This design comes from an exercise in tuning for small area, a short achievable clock period and few clock cycles on the open sky130 flow, not from production work.
In this exercise RTL edits were held to simulation tests only and were not proved equivalent to the original.
No activity file was given, so power comes from the tool's default toggle rates.

--- flow/run.sh ---
#!/bin/bash
set -euo pipefail
export BUFFER_PORTS_ARGS="-buffer_cell sky130_fd_sc_hd__buf_1"
bash standard.sh > standard_flow.log 2>&1
--- standard.sh ---
#!/bin/bash
# synth_recipe.tcl (not shown) runs the flow's synth.tcl, then flattens the netlist and writes it again
# the make line also repeats each setting of config.mk as NAME=value (left out here)
make -C /OpenROAD-flow-scripts/flow DESIGN_CONFIG=/design/flow/config.mk WORK_HOME=/design/flow/orfs CLKGATE_MAP_FILE= SYNTH_SCRIPT=/design/flow/synth_recipe.tcl "${@:-finish}"
--- config.mk ---
export PLATFORM = sky130hd
export DESIGN_NAME = srv_lead_loop
export DESIGN_NICKNAME = srv_lead_loop
export VERILOG_FILES = /design/flow/design.v
export SDC_FILE = /design/flow/constraint.sdc
export NUM_CORES = 4
export LEC_CHECK = 0
export ABC_AREA = 1
export CAP_MARGIN = 20
export CORE_MARGIN = 2
export CORE_UTILIZATION = 40
export SLEW_MARGIN = 20
--- constraint.sdc ---
create_clock -name core_clock -period 20.0 [get_ports {clk}]
set_input_delay 4.0000 -clock core_clock [delete_from_list [all_inputs] [get_ports {clk}]]
set_output_delay 4.0000 -clock core_clock [all_outputs]
set_load 0.01 [all_outputs]
--- design.v ---
module srv_bkadd #(parameter W = 8) (
    input  wire [W-1:0] a,
    input  wire [W-1:0] b,
    input  wire         ci,
    output wire [W-1:0] s,
    output wire         co
);
    function integer lg2;
        input integer n;
        integer v;
        begin
            lg2 = 0;
            for (v = 1; v < n; v = v * 2) lg2 = lg2 + 1;
        end
    endfunction
    localparam L = (W <= 2) ? 1 : lg2(W);
    localparam NS = 2 * L;
    wire [W-1:0] p = a ^ b;
    wire [W-1:0] gg [0:NS];
    wire [W-1:0] pp [0:NS];
    assign gg[0] = (a & b) | {{(W-1){1'b0}}, p[0] & ci};
    assign pp[0] = p;
    genvar j, i;
    generate
        for (j = 0; j < NS; j = j + 1) begin : g_lv
            for (i = 0; i < W; i = i + 1) begin : g_b
                if (j < L && (i % (2 << j)) == (2 << j) - 1) begin : g_up
                    assign gg[j+1][i] = gg[j][i] | (pp[j][i] & gg[j][i-(1<<j)]);
                    assign pp[j+1][i] = pp[j][i] & pp[j][i-(1<<j)];
                end else if (j >= L && j <= 2*L-2 &&
                             i >= 3*(1 << (2*L-2-j)) - 1 &&
                             ((i - (3*(1 << (2*L-2-j)) - 1)) % (2 << (2*L-2-j))) == 0) begin : g_dn
                    assign gg[j+1][i] = gg[j][i] | (pp[j][i] & gg[j][i-(1<<(2*L-2-j))]);
                    assign pp[j+1][i] = pp[j][i] & pp[j][i-(1<<(2*L-2-j))];
                end else begin : g_pass
                    assign gg[j+1][i] = gg[j][i];
                    assign pp[j+1][i] = pp[j][i];
                end
            end
        end
        if (W > 1) begin : g_s
            assign s = p ^ {gg[NS][W-2:0], ci};
        end else begin : g_s1
            assign s = p ^ ci;
        end
    endgenerate
    assign co = gg[NS][W-1];
endmodule
module srv_incr #(parameter W = 8) (
    input  wire [W-1:0] a,
    input  wire         ci,
    output wire [W-1:0] s
);
    function integer lg2;
        input integer n;
        integer v;
        begin
            lg2 = 0;
            for (v = 1; v < n; v = v * 2) lg2 = lg2 + 1;
        end
    endfunction
    localparam L = (W <= 2) ? 1 : lg2(W);
    wire [W-1:0] tt [0:L];
    assign tt[0] = a;
    genvar j, i;
    generate
        for (j = 0; j < L; j = j + 1) begin : g_lv
            for (i = 0; i < W; i = i + 1) begin : g_b
                if (i >= (1 << j)) begin : g_and
                    assign tt[j+1][i] = tt[j][i] & tt[j][i-(1<<j)];
                end else begin : g_pass
                    assign tt[j+1][i] = tt[j][i];
                end
            end
        end
    endgenerate
    assign s = a ^ ({tt[L][W-2:0], 1'b1} & {W{ci}});
endmodule
module srv_g2b #(parameter W = 24) (
    input  wire [W-1:0] g,
    output wire [W-1:0] b
);
    function integer lg2;
        input integer n;
        integer v;
        begin
            lg2 = 0;
            for (v = 1; v < n; v = v * 2) lg2 = lg2 + 1;
        end
    endfunction
    localparam L = lg2(W);
    wire [W-1:0] tt [0:L];
    assign tt[0] = g;
    genvar j, i;
    generate
        for (j = 0; j < L; j = j + 1) begin : g_lv
            for (i = 0; i < W; i = i + 1) begin : g_b
                if (i + (1 << j) < W) begin : g_x
                    assign tt[j+1][i] = tt[j][i] ^ tt[j][i+(1<<j)];
                end else begin : g_pass
                    assign tt[j+1][i] = tt[j][i];
                end
            end
        end
    endgenerate
    assign b = tt[L];
endmodule
module srv_lane (
    input  wire [26:0] acc,
    input  wire [25:0] m,
    input  wire [4:0]  b,         
    input  wire [26:0] xv,        
    input  wire        cf,        
    output wire [29:0] v
);
    wire n0 = b[2], n1 = b[4];
    wire one0 = b[1] ^ b[0];
    wire two0 = (b[2] & ~b[1] & ~b[0]) | (~b[2] & b[1] & b[0]);
    wire one1 = b[3] ^ b[2];
    wire two1 = (b[4] & ~b[3] & ~b[2]) | (~b[4] & b[3] & b[2]);
    wire [27:0] me = {{2{m[25]}}, m};
    wire [27:0] m2 = {m[25], m, 1'b0};
    wire [27:0] mag0 = ({28{one0}} & me) | ({28{two0}} & m2);
    wire [27:0] mag1 = ({28{one1}} & me) | ({28{two1}} & m2);
    wire [29:0] p0 = {{2{mag0[27] ^ n0}}, mag0 ^ {28{n0}}};
    wire [29:0] p1 = {mag1 ^ {28{n1}}, n1, n1};
    wire [29:0] a0 = {{3{acc[26]}}, acc};
    wire [29:0] x0 = {{3{xv[26]}}, xv};
    wire [29:0] s1 = a0 ^ p0 ^ p1;
    wire [29:0] c1 = {((a0 & p0) | (a0 & p1) | (p0 & p1)), n0} ;
    wire [29:0] s2 = s1 ^ c1 ^ x0;
    wire [29:0] c2 = {((s1 & c1) | (s1 & x0) | (c1 & x0)), 1'b0};
    wire co;
    srv_bkadd #(30) u_add (.a(s2), .b(c2), .ci(n1 | cf), .s(v), .co(co));
endmodule
module srv_lead_loop (
    input  wire               clk,
    input  wire               rst,         
    input  wire               start,
    input  wire               clear,
    input  wire signed [15:0] sa,
    input  wire signed [15:0] sb,
    input  wire signed [15:0] sc,
    input  wire signed [15:0] sd,
    input  wire        [23:0] gray,
    input  wire        [23:0] tgt_trk,
    input  wire signed [15:0] tgt_ofs,
    input  wire signed [17:0] ml,
    input  wire signed [15:0] ff,
    input  wire signed [15:0] inj,
    input  wire        [17:0] amin,
    input  wire        [3:0]  gs,
    input  wire        [23:0] intlim,
    input  wire signed [15:0] kds,
    output reg         [5:0]  tbl_addr,
    input  wire        [47:0] tbl_rdata,
    output reg                done,
    output reg                fail,
    output wire signed [15:0] pes,
    output wire signed [48:0] pos,
    output reg  signed [24:0] err,
    output reg  signed [24:0] integ,
    output wire signed [15:0] u
);
    reg st_idle, st_amp, st_div, st_e1, st_mem, st_lo, st_hi, st_int, st_prod, st_fin;
    reg fl_ilast, fl_plast, fl_ds;     
    reg gm0, gm1, gm2, fm;             
    reg ftop_r;
    reg [2:0] cnt;
    reg       first;                  
    reg [15:0] pes_r;
    reg [23:0] y_r;                   
    reg        m1_r;                  
    reg        b48_r;                 
    reg [15:0] u_r;
    reg [3:0]  bhi_r;                 
    assign pes = pes_r;
    assign u   = u_r;
    assign pos = {b48_r, {8{m1_r}}, y_r, pes_r};
    reg [17:0] rem;                   
    reg [17:0] amp_r;                 
    reg        qz, neg, mism, gz, failr;
    reg [3:0]  gs_r;
    reg [8:0]  ac;                    
    reg [25:0] de_r;                  
    reg [11:0] f_r;                   
    reg [1:0]  nc;                    
    reg        top;
    reg [5:0]  a0_r;
    reg [16:0] g0, g1, g2;
    reg [26:0] acc0, acc1, acc2;
    reg [1:0]  ext0, ext1, ext2;
    wire [23:0] bin;
    srv_g2b #(24) u_g2b (.g(gray), .b(bin));
    wire [16:0] n17, q17;
    wire        nco, qco;
    srv_bkadd #(17) u_n (.a({sa[15], sa}), .b(~{sc[15], sc}), .ci(1'b1), .s(n17), .co(nco));
    srv_bkadd #(17) u_q (.a({sb[15], sb}), .b(~{sd[15], sd}), .ci(1'b1), .s(q17), .co(qco));
    wire        sn = rem[17], sq = amp_r[17];
    wire [16:0] nabs;
    srv_incr #(17) u_nabs (.a(rem[16:0] ^ {17{sn}}), .ci(sn), .s(nabs));
    wire [17:0] amp;
    wire        ampco;
    srv_bkadd #(18) u_amp (.a({1'b0, nabs}), .b({1'b0, amp_r[16:0] ^ {17{sq}}}), .ci(sq),
                           .s(amp), .co(ampco));
    wire [17:0] amd;
    wire        amge;
    srv_bkadd #(18) u_amin (.a(amp), .b(~amin), .ci(1'b1), .s(amd), .co(amge));
    wire        nz = (rem != 18'd0);
    wire        amp_bad = (~nz & (amp_r == 18'd0)) | ~amge;
    wire [11:0] dlo;
    wire        dloc;
    srv_bkadd #(12) u_dl (.a(tgt_trk[11:0]), .b(~acc1[11:0]), .ci(1'b1), .s(dlo), .co(dloc));
    wire [12:0] dhi;
    wire        dhic;
    srv_bkadd #(13) u_dh (.a({1'b0, tgt_trk[23:12]}), .b(~{1'b0, acc1[23:12]}), .ci(~top), .s(dhi), .co(dhic));
    wire [24:0] dtrk = {dhi, f_r};
    wire dt_in = (dtrk[24:8] == 17'd0) | (dtrk[24:8] == 17'h1ffff);
    wire [8:0] ac_v = dt_in ? dtrk[8:0] : (dtrk[24] ? 9'h100 : 9'h0ff);
    wire [19:0] amp1 = {2'b00, amp_r};
    wire [19:0] amp2 = {1'b0, amp_r, 1'b0};
    wire [19:0] amp3 = {g1[2:0], g0};
    wire [19:0] ra = {rem[17:0], 2'b00};
    wire [19:0] ta1, ta2, ta3, tb1, tb2, tb3;
    wire        ca1, ca2, ca3, cb1, cb2, cb3;
    srv_bkadd #(20) u_a1 (.a(ra), .b(~amp1), .ci(1'b1), .s(ta1), .co(ca1));
    srv_bkadd #(20) u_a2 (.a(ra), .b(~amp2), .ci(1'b1), .s(ta2), .co(ca2));
    srv_bkadd #(20) u_a3 (.a(ra), .b(~amp3), .ci(1'b1), .s(ta3), .co(ca3));
    wire [1:0]  qa = ca3 ? 2'd3 : ca2 ? 2'd2 : ca1 ? 2'd1 : 2'd0;
    wire [17:0] r1 = ca3 ? ta3[17:0] : ca2 ? ta2[17:0] : ca1 ? ta1[17:0] : ra[17:0];
    wire [19:0] rb = {r1, 2'b00};
    srv_bkadd #(20) u_b1 (.a(rb), .b(~amp1), .ci(1'b1), .s(tb1), .co(cb1));
    srv_bkadd #(20) u_b2 (.a(rb), .b(~amp2), .ci(1'b1), .s(tb2), .co(cb2));
    srv_bkadd #(20) u_b3 (.a(rb), .b(~amp3), .ci(1'b1), .s(tb3), .co(cb3));
    wire [1:0]  qb = cb3 ? 2'd3 : cb2 ? 2'd2 : cb1 ? 2'd1 : 2'd0;
    wire [17:0] r3 = cb3 ? tb3[17:0] : cb2 ? tb2[17:0] : cb1 ? tb1[17:0] : rb[17:0];
    wire [19:0] a3v;
    wire        a3co;
    srv_bkadd #(20) u_a3v (.a({2'b00, amp}), .b({1'b0, amp, 1'b0}), .ci(1'b0), .s(a3v), .co(a3co));
    wire [15:0] q16     = qz ? 16'h8000 : {1'b0, pes_r[15:1]};
    wire        qnz     = qz | (pes_r[15:1] != 15'd0);
    wire        pes_neg = neg & qnz;
    wire [15:0] qneg;
    srv_incr #(16) u_pn (.a(~q16), .ci(1'b1), .s(qneg));
    wire [15:0] pes_v = neg ? qneg : (qz ? 16'h7fff : q16);
    wire [15:0] qp  = qz ? 16'h7fff : q16;
    wire [16:0] lopd = neg ? {1'b0, q16} : ~{1'b0, qp};
    wire [16:0] lv;
    wire        lco;
    srv_bkadd #(17) u_l (.a({acc0[15], acc0[15:0]}), .b(lopd), .ci(~neg), .s(lv), .co(lco));
    wire [9:0] hb  = mism ? (pes_neg ? 10'h3ff : 10'h001) : 10'h000;
    wire [9:0] hb1 = mism ? (pes_neg ? 10'h3fe : 10'h000) : 10'h3ff;
    wire [9:0] ha, hm;
    wire       hco, hmco;
    srv_bkadd #(10) u_h  (.a({ac[8], ac}), .b(hb),  .ci(1'b0), .s(ha), .co(hco));
    srv_bkadd #(10) u_hm (.a({ac[8], ac}), .b(hb1), .ci(1'b0), .s(hm), .co(hmco));
    wire [9:0] hs = lv[16] ? hm : ha;
    wire        wrap  = mism & ~pes_neg & gz;
    wire        hbig  = ~hs[9] & (hs[8:7] != 2'b00);             
    wire        hsml  = hs[9] & (hs[8:7] != 2'b11);              
    wire        sat_p = ~wrap & hbig;
    wire        sat_n = wrap | hsml;
    wire [24:0] e_v = sat_p ? 25'h0800000 : sat_n ? 25'h1800000 :
                      {hs[7], hs[7:0], lv[15:0]};
    wire [15:0] lnv;
    srv_incr #(16) u_ln (.a(~lv[15:0]), .ci(1'b1), .s(lnv));
    wire [7:0]  ehn;
    srv_incr #(8) u_eh (.a(~hs[7:0]), .ci(lv[15:0] == 16'd0), .s(ehn));
    wire [23:0] eabs = (sat_p | sat_n) ? 24'h800000 : (hs[9] ? {ehn, lnv} : {hs[7:0], lv[15:0]});
    wire [23:0] idx  = eabs >> gs_r;
    wire        top_v = (idx[23:6] != 18'd0) | (idx[5:0] == 6'd63);
    wire [5:0]  a0_v  = top_v ? 6'd63 : idx[5:0];
    wire [11:0] fmask = ~(12'hfff << gs_r);
    wire [11:0] fraw  = eabs[11:0] & fmask;
    wire [1:0]  sh    = 2'd0 - gs_r[1:0];               
    wire [11:0] f_v   = fraw << sh;
    wire [1:0]  nc_w  = (gs_r <= 4'd4) ? 2'd1 : (gs_r <= 4'd8) ? 2'd2 : 2'd3;
    wire        ftop_v = (nc_w == 2'd1) ? f_v[3] : (nc_w == 2'd2) ? f_v[7] : f_v[11];
    wire [1:0]  nc_v  = (gs_r <= 4'd4) ? 2'd1 : (gs_r <= 4'd8) ? 2'd2 : 2'd3;
    wire        tpos  = mism ^ pes_neg;               
    wire [23:0] ydec;
    srv_incr #(24) u_y (.a(~acc1[23:0]), .ci(tpos), .s(ydec));
    wire [23:0] y_v = ~ydec;
    wire [15:0] t_kp = tbl_rdata[15:0];
    wire [15:0] t_ki = tbl_rdata[31:16];
    wire [15:0] t_kd = tbl_rdata[47:32];
    wire [4:0] fwin = {f_r[3:0], fm};
    wire [25:0] m0 = st_int ? {{9{g0[16]}}, g0} : {err[24], err};
    wire [25:0] m1 = st_int ? {{9{g1[16]}}, g1} : {err[24], err};
    wire [25:0] m2 = st_int ? {{9{g2[16]}}, g2} : de_r;
    wire [4:0]  b0 = st_int ? fwin : st_hi ? 5'b00000 : {g0[3:0], gm0};
    wire [4:0]  b1 = st_int ? fwin : st_hi ? 5'b00000 : {g1[3:0], gm1};
    wire [4:0]  b2 = st_int ? fwin : st_hi ? 5'b00000 : st_mem ? 5'b11110 : {g2[3:0], gm2};
    wire [24:0] i_eff = first ? 25'd0 : integ;
    wire [26:0] x0 = (fl_ilast | st_hi) ? {{7{t_kp[15]}}, t_kp, 4'd0} : fl_plast ? {{9{ff[15]}}, ff, 2'd0} : 27'd0;
    wire [26:0] x1 = (fl_ilast | st_hi) ? {{7{t_ki[15]}}, t_ki, 4'd0} : fl_plast ? {i_eff, 2'd0} : 27'd0;
    wire [26:0] x2 = (fl_ilast | st_hi) ? {{7{t_kd[15]}}, t_kd, 4'd0} : fl_plast ? {{9{inj[15]}}, inj, 2'd0} : 27'd0;
    wire [29:0] v0, v1, v2;
    srv_lane u_l0 (.acc(acc0), .m(m0), .b(b0), .xv(x0), .cf(st_hi), .v(v0));
    srv_lane u_l1 (.acc(acc1), .m(m1), .b(b1), .xv(x1), .cf(st_hi), .v(v1));
    srv_lane u_l2 (.acc(acc2), .m(m2), .b(b2), .xv(x2), .cf(st_hi), .v(v2));
    wire [25:0] v0s = v0[29:4];
    wire [25:0] v1s = v1[29:4];
    wire [25:0] v2s = v2[29:4];
    wire [26:0] p_kp = {acc0[24:0], ext0};     
    wire [26:0] p_ki = {acc1[24:0], ext1};     
    wire [26:0] p_kd = {acc2[24:0], ext2};     
    wire [27:0] isum = {p_ki[26], p_ki};
    wire [27:0] lim  = {4'd0, amp_r[5:0], rem};
    wire        ineg = isum[27];
    wire [27:0] dcl;
    wire        ccl;
    srv_bkadd #(28) u_cl (.a(lim), .b(ineg ? isum : ~isum), .ci(~ineg), .s(dcl), .co(ccl));
    wire        i_gt = dcl[27] & ~ineg;
    wire        i_lt = dcl[27] & ineg;
    wire [24:0] nlim;
    srv_incr #(25) u_nl (.a(~lim[24:0]), .ci(1'b1), .s(nlim));
    wire [24:0] i_new = i_gt ? lim[24:0] : i_lt ? nlim : isum[24:0];
    wire [28:0] ua = {{2{p_kp[26]}}, p_kp};
    wire [28:0] ub = {{2{p_kd[26]}}, p_kd};
    wire [28:0] uc = {{4{i_new[24]}}, i_new};
    wire [28:0] ud = {{9{bhi_r[3]}}, bhi_r, u_r};
    wire [28:0] us1 = ua ^ ub ^ ud;
    wire [28:0] uc1 = {(ua & ub) | (ua & ud) | (ub & ud), 1'b0};
    wire [28:0] us2 = us1 ^ uc1 ^ uc;
    wire [28:0] uc2 = {(us1 & uc1) | (us1 & uc) | (uc1 & uc), 1'b0};
    wire [28:0] usum;
    wire        uco;
    srv_bkadd #(29) u_u (.a(us2), .b(uc2), .ci(1'b0), .s(usum), .co(uco));
    wire u_hi = ~usum[28] & (usum[27:15] != 13'd0);
    wire u_lo = usum[28] & (usum[27:15] != 13'h1fff);
    wire [15:0] u_v = u_hi ? 16'h7fff : u_lo ? 16'h8000 : usum[15:0];
    wire div_go   = st_div & ~failr & (cnt != 3'd4);
    wire n_idle   = (st_idle & ~start) | (st_div & failr) | st_fin;
    wire n_amp    = st_idle & start;
    wire n_div    = st_amp | div_go;
    wire n_e1     = st_div & ~failr & (cnt == 3'd4);
    wire n_mem    = st_e1;
    wire n_lo     = st_mem & ~top;
    wire n_hi     = st_lo;
    wire n_int    = st_hi | (st_int & ~fl_ilast);
    wire n_prod   = (st_mem & top) | (st_int & fl_ilast) | (st_prod & (cnt != 3'd3));
    wire n_fin    = st_prod & (cnt == 3'd3);
    wire [2:0] cnt_inc = cnt + 3'd1;
    wire [2:0] n_cnt = st_amp ? 3'd1 :
                       (st_div | st_prod | (st_int & ~fl_ilast)) ? cnt_inc : 3'd0;
    always @(posedge clk) begin
        if (rst) begin
            st_idle <= 1'b1;
            {st_amp, st_div, st_e1, st_mem, st_lo, st_hi, st_int, st_prod, st_fin} <= 9'd0;
            fl_ilast <= 1'b0;
            fl_plast <= 1'b0;
            fl_ds    <= 1'b0;
            cnt      <= 3'd0;
        end else begin
            st_idle <= n_idle;
            st_amp  <= n_amp;
            st_div  <= n_div;
            st_e1   <= n_e1;
            st_mem  <= n_mem;
            st_lo   <= n_lo;
            st_hi   <= n_hi;
            st_int  <= n_int;
            st_prod <= n_prod;
            st_fin  <= n_fin;
            cnt     <= n_cnt;
            fl_ilast <= n_int & (n_cnt[1:0] == nc - 2'd1);
            fl_plast <= n_prod & (n_cnt == 3'd3);
            fl_ds    <= n_amp | st_amp | (st_div & (cnt <= 3'd2));
        end
    end
    wire s_vsh0 = (st_int & ~fl_ilast) | st_prod;
    wire s_vsh2 = s_vsh0 | fl_ds;
    wire s_init = st_idle & start;
    wire s_zero = (st_mem & top) | st_hi | (st_int & fl_ilast);
    wire [26:0] vsh0 = {v0s[25], v0s}, vsh1 = {v1s[25], v1s}, vsh2 = {v2s[25], v2s};
    wire [26:0] lo0 = ~{{7{t_kp[15]}}, t_kp, 4'd0};
    wire [26:0] lo1 = ~{{7{t_ki[15]}}, t_ki, 4'd0};
    wire [26:0] lo2 = ~{{7{t_kd[15]}}, t_kd, 4'd0};
    always @(posedge clk) begin
        if (s_vsh0 | st_lo | s_init | s_zero)
            acc0 <= ({27{s_vsh0}} & vsh0) | ({27{st_lo}} & lo0) |
                    ({27{s_init}} & {{11{tgt_ofs[15]}}, tgt_ofs});
        if (s_vsh0 | st_lo | s_init | s_zero)
            acc1 <= ({27{s_vsh0}} & vsh1) | ({27{st_lo}} & lo1) | ({27{s_init}} & {3'd0, bin});
        if (s_vsh2 | st_lo | s_init | s_zero | st_e1)
            acc2 <= ({27{s_vsh2 & ~s_init}} & vsh2) | ({27{st_lo}} & lo2) |
                    ({27{st_e1}} & {{2{e_v[24]}}, e_v});
    end
    wire s_shf0 = st_prod;
    wire s_shf2 = st_prod | (fl_ds & ~s_init);
    wire s_bus  = (st_mem & top) | st_lo;
    wire s_res  = st_hi | (st_int & fl_ilast);
    always @(posedge clk) begin
        if (s_shf0 | s_bus | s_res | st_amp) begin
            g0 <= ({17{s_shf0}} & {{4{g0[16]}}, g0[16:4]}) | ({17{s_bus}} & {t_kp[15], t_kp}) |
                  ({17{s_res}} & v0[20:4]) | ({17{st_amp}} & a3v[16:0]);
            gm0 <= s_shf0 & g0[3];
        end
        if (s_shf0 | s_bus | s_res | st_amp) begin
            g1 <= ({17{s_shf0}} & {{4{g1[16]}}, g1[16:4]}) | ({17{s_bus}} & {t_ki[15], t_ki}) |
                  ({17{s_res}} & v1[20:4]) | ({17{st_amp}} & {14'd0, a3v[19:17]});
            gm1 <= s_shf0 & g1[3];
        end
        if (s_shf2 | s_bus | s_res | s_init) begin
            g2 <= ({17{s_shf2}} & {{4{g2[16]}}, g2[16:4]}) | ({17{s_bus}} & {t_kd[15], t_kd}) |
                  ({17{s_res}} & v2[20:4]) | ({17{s_init}} & {kds[15], kds});
            gm2 <= s_shf2 & g2[3];
        end
    end
    always @(posedge clk) begin
        if (rst) begin
            first    <= 1'b1;
            done     <= 1'b0;
            fail     <= 1'b0;
            tbl_addr <= 6'd0;
            pes_r    <= 16'd0;
            y_r      <= 24'd0;
            m1_r     <= 1'b0;
            b48_r    <= 1'b0;
            err      <= 25'sd0;
            integ    <= 25'sd0;
            u_r      <= 16'd0;
        end else begin
            done <= 1'b0;
            if (fl_ds) begin
                ext2 <= v2[3:2];
            end
            if (st_idle & start) begin
                if (clear) first <= 1'b1;
                rem   <= {n17[16], n17};
                amp_r <= {q17[16], q17};
                mism  <= bin[0] ^ q17[16];
                gz    <= (gray == 24'd0);
                gs_r  <= gs;
                de_r  <= {{8{ml[17]}}, ml};
            end
            if (st_amp) begin
                f_r   <= dlo;
                top   <= ~dloc;
                failr <= amp_bad;
                qz    <= (amp_r[16:0] == 17'd0);
                neg   <= sq ? (~sn & nz) : sn;
                rem   <= {1'b0, nabs};
                amp_r <= amp;
            end
            if (st_div) begin
                if (failr) begin
                    done <= 1'b1;
                    fail <= 1'b1;
                end else begin
                    rem   <= r3;
                    pes_r <= {pes_r[11:0], qa, qb};
                    if (cnt == 3'd1) ac <= ac_v;
                    if (cnt == 3'd4) begin
                        {bhi_r, u_r} <= {acc2[17:0], ext2};
                        tbl_addr <= 6'd63;      
                    end
                end
            end
            if (st_e1) begin
                pes_r    <= pes_v;
                y_r      <= y_v;
                m1_r     <= gz & tpos;
                b48_r    <= gz & tpos & ~mism;
                err      <= e_v;
                de_r     <= {err[24], err};
                tbl_addr <= a0_v;
                a0_r     <= a0_v;
                top      <= top_v;
                f_r      <= f_v;
                fm       <= 1'b0;
                ftop_r   <= ftop_v;
                nc       <= nc_v;
                {amp_r[5:0], rem} <= intlim;
            end
            if (st_mem) begin
                de_r <= first ? 26'd0 : v2[25:0];
                if (top) begin
                end else begin
                    tbl_addr <= a0_r + 6'd1;
                end
            end
            if (st_lo) begin
                tbl_addr <= ftop_r ? a0_r + 6'd1 : a0_r;
            end
            if (st_hi) begin
                tbl_addr <= ftop_r ? a0_r + 6'd1 : a0_r;
            end
            if (st_int) begin
                tbl_addr <= ftop_r ? a0_r + 6'd1 : a0_r;
                f_r <= {4'd0, f_r[11:4]}; fm <= f_r[3];
                if (fl_ilast) begin
                end else begin
                end
            end
            if (st_prod) begin
                ext0 <= v0[3:2]; ext1 <= v1[3:2]; ext2 <= v2[3:2];
            end
            if (st_fin) begin
                integ <= i_new;
                u_r   <= u_v;
                first <= 1'b0;
                fail  <= 1'b0;
                done  <= 1'b1;
            end
        end
    end
endmodule
==> impl_metrics.csv, run 1 <==
group,metric,value,unit
setup_path,worstSetupEndpointType,"flip-flop",
clock_network,clk_pin_slew,0.06,ns
setup_path,crit_required,20.62,ns
sta,fin_crit_sh,0.448,
sta,fin_crit,8.96,ns
routing,routed_via_density,5.72,
sta,finClkSkew,0.0552,ns
power_and_ir_drop,ir_worst_vdd,0.0000988,V
floorplanning,rows,125,
sta,maxSlewViolCount,0,
routing,drcViolationCount,0,
synth,synthSimpleGateAreaFrac,0.154,
clock_network,cts_made_buffers,52,
synth,ys_top_cells_by_area,"fa_1, edfxtp_1, ha_1",
synth,synthesis.nets,6990,
routing,drtAntennaViolNets,0,
power_and_ir_drop,power,7.16,mW
synth,ys_top_cells_by_count,"nand2_1, inv_1, o21ai_0, ha_1, fa_1",
synth,ys_seq_area_frac,0.214,
final_layout,fin_nets,7296,
power_and_ir_drop,p_seq_frac,0.160,
synth,synthAdderAreaFrac,0.273,
synth,synth.top_cell.area_share,0.166,
synth,muxShareOfSynthArea,0.00320,
global_routing,globalRoute.totalOverflow,0,
synth,syn_avg_cell_area,7.94,µm²
final_layout,syn_to_final_growth,10.2,%
power_and_ir_drop,pwr-share-clk,0.133,
power_and_ir_drop,powerDensity,139,mW/mm²
clock_network,h-tree-depth,2,
power_and_ir_drop,leakage,23.2,nW
global_routing,grtUsageTotal,0.330,
placed_design,gp_congestion,1.01,
synth,syn-cell-area,0.0469,mm²
setup_path,reg2reg_depth,47,
floorplanning,dieWidth,347,µm
global_routing,grt_pass1_wl,291000,µm
min_path,hp-start,"b48_r",
synth,ys_ff_latch,378,
clock_network,cts_resized,0,
routing,first_iter_violations,5067,
placed_design,io_buffers,430,
synth,synth_top_family_by_area,"adder cells",
setup_path,slowest_stage,"buf_4",
setup_path,arrival,9.58,ns
final_layout,drive_above_1_share,0.0468,
power_and_ir_drop,p_int,3.35,mW
floorplanning,dieArea,0.120,mm²
setup_path,crit_fanout,38,
clock_network,cts_buffer_depth,3,
synth,yosys.cell_types.count,67,
outcome,outcome,"finished clean",
power_and_ir_drop,switching_share,0.532,
routing,drt_first_pass_iters,6,
min_path,whs_path_depth,2,
clock_network,clock_latency,0.69,ns
clock_network,clockRootBuffer,"clkbuf_16",
setup_path,regToRegStartpoint,"acc1[24]",
clock_network,cts_sinks,378,
final_layout,fillCellCount,11798,
sta,hold_viol,0,
sta,tightest_slew,1.12,ns
routing,via_count,44575,
setup_path,path_class,"flip-flop to flip-flop",
job,drv_cap,0,
synth,synthArstFlopShare,0,
final_layout,regArea,0.0100,mm²
min_path,hold_path_class,"flip-flop to flip-flop",
synth,synth-edff-count,245,
placed_design,hpwl,164000,µm
sta,relSlewSlack,0.246,
final_layout,multi_input_area,0.0323,mm²
global_routing,antenna_found_initial,17,
power_and_ir_drop,p_sw,3.81,mW
setup_path,slowest_delay,0.48,ns
routing,drt_wl_total,202000,µm
floorplanning,initial_core_util,0.404,
synth,synth_ff_type,"edfxtp_1",
floorplanning,die_h,347,µm
global_routing,grt_pass1_vias,42035,
sta,setup_tns,0,ns
global_routing,grt_start_max_net_pins,75,
synth,synth_compound_area_frac,0.171,
synth,synth-xor-area-share,0.0852,
clock_network,ctsHoldBuffers,0,
setup_path,path_common_cell,"nand2_1",
synth,syn_inst,5908,
sta,setup_viol,0,
setup_path,cp-start-kind,"flip-flop",
synth,yosysMostFrequentCell,"nand2_1",
synth,yosysTopAreaCell,"fa_1",
power_and_ir_drop,power_frac_comb,0.707,
floorplanning,io_pins,431,
setup_path,critical_path.startpoint,"acc1[24]",
sta,rsz0062_at_grt,"no",
floorplanning,core,0.116,mm²
routing,wl_per_cell,25.9,µm
clock_network,post_cts_buffers,0,
clock_network,cts_tree,"done",
sta,max_freq,112,MHz
synth,ys_warn_count,16,
per-layer routing:
metal  share of wire  vias to the layer above  global-route usage
li1                -                    20293                   -
met1            0.40                    21518               0.437
met4           0.061                        4               0.173
met5         0.00014                        -                   0
met3            0.10                      421              0.0723
met2            0.43                     2339               0.502
critical path, delay by kind of cell (launching register included):
kind | cells | cell delay [ns]
buffers and inverters | 7 | 1.84
adder cells (fa/ha/maj) | 3 | 1.10
AND/OR/NAND/NOR | 23 | 2.65
AO/OA/AOI/OAI | 14 | 2.86
flip-flops | 1 | 0.36
per-stage QoR:
stage                util  worst slack [ns]  std cells  instance area (µm²)  hold slack, ns
global route        0.445             10.22       7783                51700           0.519
global placement    0.430             11.32       7683                50000           0.459
CTS                 0.445             11.24       7782                51700           0.470
floorplan               -             12.25       5908                46900           0.429
detailed placement  0.430             11.27       7684                50000           0.461
finish              0.445             11.04       7789                51700           0.467
flip-flops by register name (all words and copies together) (netlist names), 24 cells and up:
| name | cells |
|---|---|
| de_r | 26 |
| integ | 25 |
| acc0 | 26 |
| acc2 | 26 |
| err | 25 |
| y_r | 24 |
| acc1 | 26 |
path summary, 6_finish.rpt:
check            to  slack (ns)
max          u_r[4]       11.04
min           b48_r        0.47
max reg2reg  u_r[4]       11.04
min reg2reg   b48_r        0.47
layout make-up:
class	instances	area share
antenna	7	0.000339
clock buffer	80	0.0288
clock inverter	18	0.00387
inverter	941	0.0684
multi-input combinational	4329	0.625
sequential	378	0.194
tap	1524	0.0369
timing repair buffer	512	0.0432
placed cells by master (no fill, tap or decap), types with 37 or more instances in the layout:
master	instances
a21o_1	43
a21oi_1	325
a22oi_1	37
a31oi_1	60
buf_1	429
buf_4	82
clkbuf_16	53
dfxtp_1	130
edfxtp_1	245
fa_1	389
ha_1	401
inv_1	909
nand2_1	1050
nand3_1	218
nand4_1	50
nor2_1	255
o211ai_1	61
o21ai_0	435
o221ai_1	44
o22ai_1	184
xnor2_1	217
xor2_1	234
logic make-up (layout without fill, tap and decap cells):
| group | Yosys count | after routing |
|---|---|---|
| simple gates | 1719 | 1719 |
| compound gates | 1351 | 1351 |
| buf+inv | 1201 | 1551 |
| xor+xnor | 454 | 454 |
| fa+ha+maj | 790 | 790 |
| mux | 15 | 15 |
| other cells | 0 | 7 |
| flops | 378 | 378 |
power by group through the flow:
stage               clock network [mW]  logic (mW)  registers [mW]
floorplan                            0        3.49            1.04
global placement                     0        4.88            1.15
detailed placement                   0        4.95            1.15
CTS                              0.961        4.99            1.14
global route                     0.988        5.65            1.14
finish                           0.956        5.06            1.15
Testbench counts, summed over its fixed seeds: cycles 36,936.
==> inputs of run 2 (changes only) <==
--- a/design.v
+++ b/design.v
@@ -91,12 +91,22 @@
     localparam L = lg2(W);
-    wire [W-1:0] tt [0:L];
-    assign tt[0] = g;
+    localparam NS = 2 * L;
+    wire [W-1:0] r;
+    wire [W-1:0] pp [0:NS];
     genvar j, i;
     generate
-        for (j = 0; j < L; j = j + 1) begin : g_lv
+        for (i = 0; i < W; i = i + 1) begin : g_rev
+            assign r[i] = g[W-1-i];
+            assign b[W-1-i] = pp[NS][i];
+        end
+        assign pp[0] = r;
+        for (j = 0; j < NS; j = j + 1) begin : g_lv
             for (i = 0; i < W; i = i + 1) begin : g_b
-                if (i + (1 << j) < W) begin : g_x
-                    assign tt[j+1][i] = tt[j][i] ^ tt[j][i+(1<<j)];
+                if (j < L && (i % (2 << j)) == (2 << j) - 1) begin : g_up
+                    assign pp[j+1][i] = pp[j][i] ^ pp[j][i-(1<<j)];
+                end else if (j >= L && j <= 2*L-2 &&
+                             i >= 3*(1 << (2*L-2-j)) - 1 &&
+                             ((i - (3*(1 << (2*L-2-j)) - 1)) % (2 << (2*L-2-j))) == 0) begin : g_dn
+                    assign pp[j+1][i] = pp[j][i] ^ pp[j][i-(1<<(2*L-2-j))];
                 end else begin : g_pass
-                    assign tt[j+1][i] = tt[j][i];
+                    assign pp[j+1][i] = pp[j][i];
                 end
@@ -105,3 +115,2 @@
     endgenerate
-    assign b = tt[L];
 endmodule
@@ -312,3 +321,3 @@
     wire        ccl;
-    srv_bkadd #(28) u_cl (.a(lim), .b(ineg ? isum : ~isum), .ci(~ineg), .s(dcl), .co(ccl));
+    assign {ccl, dcl} = {1'b0, lim} + {1'b0, ineg ? isum : ~isum} + {28'd0, ~ineg};
     wire        i_gt = dcl[27] & ~ineg;
@@ -328,3 +337,3 @@
     wire        uco;
-    srv_bkadd #(29) u_u (.a(us2), .b(uc2), .ci(1'b0), .s(usum), .co(uco));
+    assign {uco, usum} = {1'b0, us2} + {1'b0, uc2};
     wire u_hi = ~usum[28] & (usum[27:15] != 13'd0);
==> run 2 against run 1 <==
Area after synthesis fell by 0.72%. Count of clock-buffer cells in the layout fell by 13. Sequential share of layout area rose by 0.091 points. Combinational power rose by 4%. Largest power group unchanged. Critical endpoint is now acc0[23]. Fmax rose by 2.0%. Total power rose by 2.7%. Synthesized cell count rose by 0.34%.
==> impl_metrics.csv, run 2 <==
group,metric,value,unit
sta,holdWs,0.478,ns
job,drv_cap,0,
synth,yosys.cell_types.count,61,
synth,synthArstFlopShare,0,
synth,synth-edff-count,245,
synth,syn_inst,5928,
setup_path,slowest_stage,"dfxtp_2",
clock_network,cts_sinks,378,
sta,setup_viol,0,
synth,ys_warn_count,14,
clock_network,cts_buffer_depth,3,
clock_network,post_cts_buffers,0,
setup_path,crit_required,20.40,ns
placed_design,io_buffers,430,
floorplanning,die_h,345,µm
power_and_ir_drop,powerDensity,143,mW/mm²
outcome,outcome,"finished clean",
min_path,hold_end,"b48_r",
final_layout,syn_to_final_growth,10.5,%
routing,first_iter_violations,5411,
power_and_ir_drop,power,7.35,mW
sta,max_freq,114,MHz
routing,wl_per_cell,25.9,µm
synth,synth_ff_type,"edfxtp_1",
sta,fin_crit,8.78,ns
routing,drt_first_pass_iters,7,
sta,finClkSkew,0.0389,ns
final_layout,mostFrequentLayoutCells,"nand2_1, inv_1, buf_1",
synth,syn-cell-area,0.0466,mm²
setup_path,reg2reg_depth,31,
clock_network,h-tree-depth,2,
power_and_ir_drop,leakage,23.0,nW
global_routing,globalRoute.totalOverflow,0,
sta,hold_viol,0,
power_and_ir_drop,ir_worst_vdd,0.0000961,V
setup_path,timing.rr.end,"acc0[23]",
setup_path,crit_buf_inv,5,
setup_path,arrival,9.19,ns
final_layout,layout_commonest_cell,"nand2_1",
setup_path,cp_top_family,"compound AO/OA/AOI/OAI gates",
synth,synth.top_cell.area_share,0.162,
clock_network,ctsHoldBuffers,0,
synth,synth-xor-area-share,0.0831,
floorplanning,io_pins,431,
placed_design,hpwl,164000,µm
floorplanning,rows,125,
clock_network,cts_resized,0,
min_path,hp-start,"b48_r",
synth,synth_compound_area_frac,0.172,
floorplanning,dieWidth,345,µm
routing,drcViolationCount,0,
global_routing,grtUsageTotal,0.330,
synth,ys_top_cells_by_area,"fa_1, edfxtp_1, ha_1",
setup_path,r2r_setup_slack,11.22,ns
sta,rsz0062_at_grt,"no",
floorplanning,core,0.116,mm²
synth,synthAdderAreaFrac,0.270,
final_layout,fin_nets,7305,
placed_design,gp_congestion,1.01,
synth,yosysTopAreaCell,"fa_1",
synth,synth_top_family_by_area,"adder cells",
routing,drtAntennaViolNets,0,
setup_path,regToRegStartpoint,"st_int",
clock_network,clockRootBuffer,"clkbuf_16",
setup_path,worstSetupEndpointType,"flip-flop",
synth,ys_seq_area_frac,0.215,
synth,yosysMostFrequentCell,"nand2_1",
sta,maxSlewViolCount,0,
synth,syn_avg_cell_area,7.86,µm²
clock_network,clk_pin_slew,0.06,ns
clock_network,cts_tree,"done",
setup_path,path_class,"flip-flop to flip-flop",
routing,drt_wl_total,202000,µm
setup_path,crit_fanout,38,
min_path,hold_path_class,"flip-flop to flip-flop",
synth,muxShareOfSynthArea,0.00322,
synth,ys_ff_latch,378,
synth,synthSimpleGateAreaFrac,0.158,
placed_design,dp.cells,7705,
global_routing,grt_pass1_wl,290000,µm
sta,relSlewSlack,0.143,
final_layout,layout.cells.non_filler,7808,
routing,routed_via_density,5.76,
setup_path,path_common_cell,"nand2_1",
routing,via_count,44966,
global_routing,grt_start_max_net_pins,65,
synth,ys_top_cells_by_count,"nand2_1, inv_1, o21ai_0, ha_1, fa_1",
sta,tightest_slew,1.29,ns
sta,setup_tns,0,ns
clock_network,clock_latency,0.68,ns
floorplanning,dieArea,0.119,mm²
final_layout,drive_above_1_share,0.0392,
min_path,whs_path_depth,2,
setup_path,cp-start-kind,"flip-flop",
global_routing,grt_pass1_vias,42132,
global_routing,antenna_found_initial,12,
sta,fin_crit_sh,0.439,
synth,synthesis.nets,6998,
clock_network,cts_made_buffers,52,
setup_path,slowest_delay,0.90,ns
floorplanning,initial_core_util,0.402,
## run 2: cell count changes in the layout (fill, tap and decap cells not counted), moves of 17 or more
cell | previous run | this run
nand2_1 | 1050 | 1101
a21oi_1 | 325 | 366
nor2_1 | 255 | 296
nand2_2 | 28 | 11
nand3_1 | 218 | 243
o21ai_0 | 435 | 402
o211ai_1 | 61 | 83
xnor2_1 | 217 | 182
## run 2: layer usage
layer | wire (µm) | share of wire | up-vias | track usage
li1 | - | - | 20421 | -
met3 | 21300 | 0.11 | 425 | 0.0706
met1 | 83500 | 0.41 | 21596 | 0.453
met2 | 85100 | 0.42 | 2514 | 0.489
met4 | 11900 | 0.059 | 10 | 0.166
met5 | 59 | 0.00029 | - | 0
## run 2: through the flow
| stage | utilization | worst slack, ns | area, µm² |
|---|---|---|---|
| final | 0.444 | 11.22 | 51500 |
| after floorplan | - | 12.33 | 46600 |
| after CTS | 0.444 | 11.44 | 51400 |
| after detailed placement | 0.429 | 11.34 | 49700 |
| after global routing | 0.444 | 10.65 | 51400 |
| after global placement | 0.429 | 11.44 | 49700 |
## run 2: worst max path at each step
stage               startpoint       end  slack, ns  cells past startpoint
floorplan               inj[1]  acc2[23]      12.33                     21
global placement        inj[1]  acc2[25]      11.44                     24
detailed placement      inj[1]  acc2[25]      11.34                     24
CTS                     st_int  acc0[23]      11.44                     31
global route            st_int  acc0[23]      10.65                     31
finish                  st_int  acc0[23]      11.22                     31
## run 2: where the power goes
part           switching (mW)  leakage, nW  internal (mW)  total, mW
clock                   0.423        0.833          0.560      0.983
combinational            3.34         18.7           1.90       5.25
sequential              0.166         3.43          0.957       1.12
## run 2: logic make-up (layout without fill, tap and decap cells)
group / count (synthesis) / count (layout)
and+or+nand+nor: 1791 / 1791
AOI/OAI and AO/OA: 1347 / 1347
buffers and inverters: 1191 / 1541
adders and majority gates: 778 / 778
xor gates and xnor gates: 428 / 428
DFF: 378 / 378
muxes: 15 / 15
other: 0 / 6
## run 2: area by class of cell
class	instances	area [µm²]
clock buffer	67	1400
fill	11902	64400
antenna	6	15.0
clock inverter	30	320
tap	1524	1910
multi-input combinational	4359	32100
timing repair buffer	509	2210
sequential	378	10000
inverter	935	3510
## run 2: worst min-delay path: stages (launching register included)
cell     delay, ns
dfxtp_1       0.31
nand2_1       0.06
a21oi_1       0.05
Testbench counts of run 2, summed over its fixed seeds: cycles 36,936.
==> inputs of run 3 (changes only) <==
--- a/config.mk
+++ b/config.mk
@@ -10,3 +10,4 @@
 export CORE_MARGIN = 2
-export CORE_UTILIZATION = 40
+export CORE_UTILIZATION = 60
+export PLACE_DENSITY = 0.72
 export SLEW_MARGIN = 20
==> run 3 against run 2 <==
Total power shrank 1.3%. Count of clock-buffer cells in the layout fell by 9. Still clean on timing, DRC and antenna. Largest power group unchanged. Hold slack got worse by 0.0029 ns.
==> impl_metrics.csv, run 3 <==
group,metric,value,unit
outcome,outcome,"finished clean",
setup_path,regToRegStartpoint,"st_int",
clock_network,cts_sinks,378,
sta,maxSlewViolCount,0,
min_path,whs_path_depth,2,
synth,synthArstFlopShare,0,
routing,first_iter_violations,5432,
clock_network,clk_pin_slew,0.08,ns
synth,ys_seq_area_frac,0.215,
global_routing,antenna_found_initial,13,
global_routing,grt_util_met1,0.602,
global_routing,grt_start_max_net_pins,82,
synth,ys_top_cells_by_count,"nand2_1, inv_1, o21ai_0, ha_1, fa_1",
setup_path,slowest_stage,"buf_4",
power_and_ir_drop,powerDensity,143,mW/mm²
final_layout,syn_to_final_growth,9.19,%
final_layout,mostFrequentLayoutCells,"nand2_1, inv_1, buf_1",
setup_path,r2r_setup_slack,11.31,ns
setup_path,crit_required,20.36,ns
sta,setup_ws,11.31,ns
synth,yosysMostFrequentCell,"nand2_1",
final_layout,fin_nets,7304,
sta,fin_crit_sh,0.435,
synth,ys_ff_latch,378,
routing,drtAntennaViolNets,0,
global_routing,grt_pass1_wl,272000,µm
global_routing,grt-busiest-layer,"met2",
setup_path,arrival,9.05,ns
final_layout,fillCellCount,6874,
global_routing,globalRoute.totalOverflow,0,
sta,fin_crit,8.69,ns
min_path,hold_end,"b48_r",
floorplanning,die_h,283,µm
clock_network,cts_made_buffers,50,
final_layout,drive_above_1_share,0.0400,
clock_network,post_cts_buffers,0,
synth,syn_inst,5928,
floorplanning,core,0.0772,mm²
synth,syn-cell-area,0.0466,mm²
setup_path,crit_buf_inv,6,
min_path,hp-start,"b48_r",
synth,synth.top_cell.area_share,0.162,
job,drv_cap,0,
clock_network,ctsHoldBuffers,0,
clock_network,cts_tree,"done",
clock_network,cts_buffer_depth,3,
routing,routed_via_density,6.25,
min_path,hold_path_class,"flip-flop to flip-flop",
synth,ys_warn_count,14,
synth,synth-edff-count,245,
routing,drt_wl_total,186000,µm
routing,drcViolationCount,0,
global_routing,gr-usage-met2,0.664,
setup_path,reg2reg_depth,30,
sta,relSlewSlack,0.0673,
synth,yosys.cell_types.count,61,
floorplanning,io_pins,431,
global_routing,grtUsageTotal,0.464,
final_layout,layout_commonest_cell,"nand2_1",
clock_network,cts_resized,0,
clock_network,clockRootBuffer,"clkbuf_16",
sta,rsz0062_at_grt,"no",
setup_path,cp-start-kind,"flip-flop",
setup_path,cp_top_family,"compound AO/OA/AOI/OAI gates",
synth,syn_avg_cell_area,7.86,µm²
synth,synthesis.nets,6998,
floorplanning,initial_core_util,0.603,
global_routing,grt_util_met3,0.165,
floorplanning,dieArea,0.0799,mm²
sta,finClkSkew,0.0583,ns
sta,setup_viol,0,
synth,synth_ff_type,"edfxtp_1",
floorplanning,dieWidth,283,µm
placed_design,gp_congestion,1.07,
clock_network,clock_latency,0.66,ns
floorplanning,rows,102,
global_routing,grt_pass1_vias,42583,
synth,yosysTopAreaCell,"fa_1",
routing,drt_first_pass_iters,7,
placed_design,hpwl,147000,µm
placed_design,io_buffers,430,
synth,ys_top_cells_by_area,"fa_1, edfxtp_1, ha_1",
routing,wl_per_cell,25.4,µm
placed_design,dp_slack,11.51,ns
sta,max_freq,115,MHz
setup_path,crit_fanout,42,
setup_path,slowest_delay,0.67,ns
sta,setup_tns,0,ns
clock_network,h-tree-depth,2,
setup_path,path_class,"flip-flop to flip-flop",
sta,tightest_slew,1.40,ns
routing,via_count,45782,
power_and_ir_drop,leakage,23.0,nW
setup_path,worstSetupEndpointType,"flip-flop",
setup_path,timing.rr.end,"acc1[18]",
power_and_ir_drop,ir_worst_vdd,0.000108,V
sta,hold_viol,0,
[run 3: cell types whose count changed in the layout (fill, tap and decap cells not counted), moves of 2 or more]
cell and delta:
clkbuf_1 -8, clkinv_2 +4, clkinv_8 -2, clkinvlp_4 +2, diode_2 +2, o21ai_0 -2
[run 3: cell type report]
type	count	area, µm²	area share
Timing Repair Buffer	510	2220	0.0436
Clock buffer	58	1340	0.0264
Tap cell	1040	1300	0.0256
Sequential cell	378	10000	0.197
Antenna cell	8	20.0	0.000394
Clock inverter	36	367	0.00721
Multi-Input combinational cell	4359	32100	0.631
Inverter	935	3510	0.0690
[run 3: kinds of logic after synthesis]
kind of cell,after synthesis,share of synthesized area
AND/OR/NAND/NOR,1791,0.158
buffers and inverters,1191,0.0987
flip-flops,378,0.215
AO/OA/AOI/OAI,1347,0.172
adder cells (fa/ha/maj),778,0.270
multiplexers,15,0.00322
XOR/XNOR,428,0.0831
[run 3: power breakdown]
| group | leakage, nW | internal, mW | switching [mW] | total, mW |
|---|---|---|---|---|
| clock | 0.832 | 0.550 | 0.419 | 0.969 |
| sequential | 3.43 | 0.956 | 0.160 | 1.12 |
| combinational | 18.7 | 1.89 | 3.28 | 5.17 |
| total | 23.0 | 3.40 | 3.86 | 7.26 |
[run 3: worst max path at each step]
| stage | endpoint | from | cells after the start |
|---|---|---|---|
| detailed placement | acc2[25] | inj[1] | 24 |
| global route | acc1[18] | st_int | 30 |
| CTS | acc1[18] | st_int | 30 |
| floorplan | acc2[23] | inj[1] | 21 |
| finish | acc1[18] | st_int | 30 |
| global placement | acc2[25] | inj[1] | 24 |
[run 3: worst min-delay path, stage by stage, from the launching register on]
cell and delay [ns]:
dfxtp_1 0.31, nand2_1 0.06, a21oi_1 0.06
[run 3: through the flow]
step                cell area (µm²)  power, mW   util  instances  hold slack [ns]
finish                        50900       7.26  0.659       7324            0.475
floorplan                     46600       4.67      -       5928            0.429
detailed placement            49100       6.09  0.636       7222            0.462
global placement              49100       6.01  0.636       7222            0.453
global route                  50900       7.84  0.659       7316            0.509
CTS                           50800       7.09  0.659       7316            0.480
[run 3: per-layer routing]
metal  wire, µm  vias up
li1           -    20406
met1      69300    21558
met2      76900     3135
met3      26600      665
met4      13400       18
met5        112        -
==> inputs of run 4 (changes only) <==
--- a/config.mk
+++ b/config.mk
@@ -10,4 +10,4 @@
 export CORE_MARGIN = 2
-export CORE_UTILIZATION = 60
-export PLACE_DENSITY = 0.72
+export CORE_UTILIZATION = 70
+export PLACE_DENSITY = 0.8
 export SLEW_MARGIN = 20
==> run 4 against run 3 <==
Synthesized cell count is the same. Count of clock-buffer cells in the layout grew 5. Via count grew 3.1%. Area after synthesis is the same. Fmax shrank 1.2%. Final cell count shrank 2.6%. Critical endpoint unchanged. Register-to-register slack lost 0.11 ns. Critical path depth is the same. Utilization grew 11 points.
==> impl_metrics.csv, run 4 <==
group,metric,value,unit
outcome,outcome,"finished clean",
sta,fin_crit,8.80,ns
clock_network,cts_buffer_depth,3,
synth,yosysMostFrequentCell,"nand2_1",
setup_path,worstSetupEndpointType,"flip-flop",
clock_network,clockRootBuffer,"clkbuf_16",
power_and_ir_drop,ir_worst_vdd,0.000151,V
clock_network,cts_made_buffers,46,
setup_path,arrival,9.14,ns
floorplanning,die_h,262,µm
synth,ys_seq_area_frac,0.215,
clock_network,cts_tree,"done",
final_layout,fin_nets,7291,
final_layout,design_area,0.0506,mm²
routing,first_iter_violations,7244,
floorplanning,core,0.0659,mm²
placed_design,gp_congestion,1.09,
floorplanning,dieArea,0.0686,mm²
clock_network,h-tree-depth,2,
routing,drt_first_pass_iters,8,
setup_path,reg2reg_depth,30,
clock_network,ctsHoldBuffers,0,
sta,holdWs,0.471,ns
setup_path,r2r_setup_slack,11.20,ns
sta,setup_viol,0,
sta,fin_crit_sh,0.440,
power_and_ir_drop,powerDensity,145,mW/mm²
clock_network,cts_sinks,378,
final_layout,layout.cells.non_filler,7135,
setup_path,timing.rr.end,"acc1[18]",
synth,syn_inst,5928,
routing,drtAntennaViolNets,0,
min_path,whs_path_depth,2,
synth,ys_top_cells_by_count,"nand2_1, inv_1, o21ai_0, ha_1, fa_1",
clock_network,cts_resized,0,
global_routing,grt_pass1_vias,44936,
setup_path,crit_required,20.34,ns
min_path,hold_path_class,"flip-flop to flip-flop",
global_routing,globalRoute.totalOverflow,0,
sta,hold_viol,0,
clock_network,clock_latency,0.64,ns
final_layout,drive_above_1_share,0.0380,
setup_path,crit_fanout,45,
sta,maxSlewViolCount,0,
final_layout,fillCellCount,4890,
clock_network,clk_pin_slew,0.07,ns
synth,yosys.cell_types.count,61,
final_layout,layout_commonest_cell,"nand2_1",
setup_path,critical_path.startpoint,"st_int",
synth,synth_ff_type,"edfxtp_1",
sta,rsz0062_at_grt,"no",
synth,ys_warn_count,14,
synth,syn_avg_cell_area,7.86,µm²
synth,ys_top_cells_by_area,"fa_1, edfxtp_1, ha_1",
final_layout,syn_to_final_growth,8.51,%
setup_path,worstSetupEndpoint,"acc1[18]",
synth,synth.top_cell.area_share,0.162,
setup_path,path_class,"flip-flop to flip-flop",
placed_design,io_buffers,430,
routing,drcViolationCount,0,
final_layout,mostFrequentLayoutCells,"nand2_1, inv_1, buf_1",
placed_design,hpwl,143000,µm
routing,via_count,47204,
synth,synthArstFlopShare,0,
power_and_ir_drop,leakage,22.9,nW
global_routing,grtUsageTotal,0.534,
global_routing,grt_pass1_wl,271000,µm
sta,finClkSkew,0.0346,ns
sta,max_freq,114,MHz
sta,tightest_slew,1.30,ns
floorplanning,initial_core_util,0.707,
sta,setup_tns,0,ns
job,drv_cap,0,
setup_path,slowest_stage,"buf_4",
synth,synth-edff-count,245,
synth,synthesis.nets,6998,
placed_design,dp.cells,7036,
floorplanning,dieWidth,262,µm
global_routing,antenna_found_initial,14,
sta,relSlewSlack,0.128,
synth,syn-cell-area,0.0466,mm²
synth,ys_ff_latch,378,
floorplanning,rows,94,
synth,yosysTopAreaCell,"fa_1",
routing,routed_via_density,6.62,
placed_design,place_area,0.0488,mm²
routing,wl_per_cell,26.0,µm
final_layout,post-route-util,0.768,
routing,drt_wl_total,186000,µm
global_routing,grt_start_max_net_pins,73,
floorplanning,io_pins,431,
setup_path,regToRegStartpoint,"st_int",
clock_network,post_cts_buffers,0,
setup_path,slowest_delay,0.68,ns
setup_path,cp-start-kind,"flip-flop",
-- run 4: cell counts after synthesis --
Identical to the previous run, type by type.
-- run 4: power breakdown --
group          total, mW  switching [mW]  internal (mW)  leakage [nW]
Combinational       5.24            3.32           1.91          18.7
Clock              0.968           0.404          0.564         0.818
Sequential          1.13           0.170          0.956          3.43
-- run 4: area by class of cell --
class | count | area (µm²) | area share
inverters | 935 | 3510 | 0.0694
well taps | 864 | 1080 | 0.0214
diodes | 12 | 30.0 | 0.000594
multi-input cells | 4359 | 32100 | 0.635
repair buffers | 501 | 2150 | 0.0425
flip-flops and latches | 378 | 10000 | 0.198
clock buffers | 63 | 1380 | 0.0273
clock inverters | 23 | 297 | 0.00587
-- run 4: stage by stage --
step | setup slack, ns | power [mW]
final | 11.20 | 7.33
after global routing | 10.62 | 7.82
after CTS | 11.44 | 7.09
after detailed placement | 11.44 | 6.07
after global placement | 11.51 | 5.91
after floorplan | 12.33 | 4.67
-- run 4: kinds of logic (layout without fill, tap and decap cells) --
| family | count (synthesis) | count (layout) | share of synthesized area |
|---|---|---|---|
| multiplexers | 15 | 15 | 0.00322 |
| other | 0 | 12 | 0 |
| AND/OR/NAND/NOR | 1791 | 1791 | 0.158 |
| buffers and inverters | 1191 | 1522 | 0.0987 |
| XOR/XNOR | 428 | 428 | 0.0831 |
| AO/OA/AOI/OAI | 1347 | 1347 | 0.172 |
| flip-flops | 378 | 378 | 0.215 |
| adder cells (fa/ha/maj) | 778 | 778 | 0.270 |
-- run 4: how the worst min path moves through the flow --
stage,startpoint,endpoint,slack [ns]
after floorplan,nc[0],fl_ilast,0.43
after CTS,b48_r,b48_r,0.47
after detailed placement,b48_r,b48_r,0.46
final,b48_r,b48_r,0.47
after global routing,b48_r,b48_r,0.49
after global placement,b48_r,b48_r,0.46
-- run 4: critical path, delay by kind of cell (launching register included) --
kind                     cells  cell delay (ns)
AND/OR/NAND/NOR             10             1.78
flip-flops                   1             0.63
buffers and inverters        6             1.50
XOR/XNOR                     1             0.19
adder cells (fa/ha/maj)      4             1.79
AO/OA/AOI/OAI                9             2.56
-- run 4: routing by layer --
metal,up-vias,track usage,part of all wire
li1,20387,-,-
met2,4033,0.757,0.40
met3,1004,0.223,0.17
met5,-,0,0.00059
met4,16,0.412,0.098
met1,21764,0.643,0.33

## static timing again, ports no longer ideal
The flow's constraints put no driver on any port. The routed layouts listed below were extracted and timed again, unchanged, in two steps.
Step 1: set_driving_cell puts a clkbuf_16 on clk and a buf_2 on each other input, an assumption about the parent block.
Step 2 times the ports against the registers' clock, not the clock port: input delays grow and output delays shrink by t, the midpoint of the rising clock arrivals with the driver on.
a / b / c = ideal / step 1 / step 2; a / b = the first two.
| run | t, ns | setup slack, ns | worst data-port slew with drivers (ns) |
|---|---|---|---|
| run 1 | 0.744 | 11.039 / 11.039 / 11.039 | 0.14 |
| run 2 | 0.736 | 11.217 / 11.217 / 11.207 | 0.16 |
| run 3 | 0.708 | 11.308 / 11.308 / 11.308 | 0.14 |
| run 4 | 0.695 | 11.202 / 11.202 / 11.163 | 0.14 |
After both steps setup and hold are still met in every run listed. The setup slack of run 4, which loses most, moves by 0.000 ns with the drivers and by -0.039 ns with both steps.
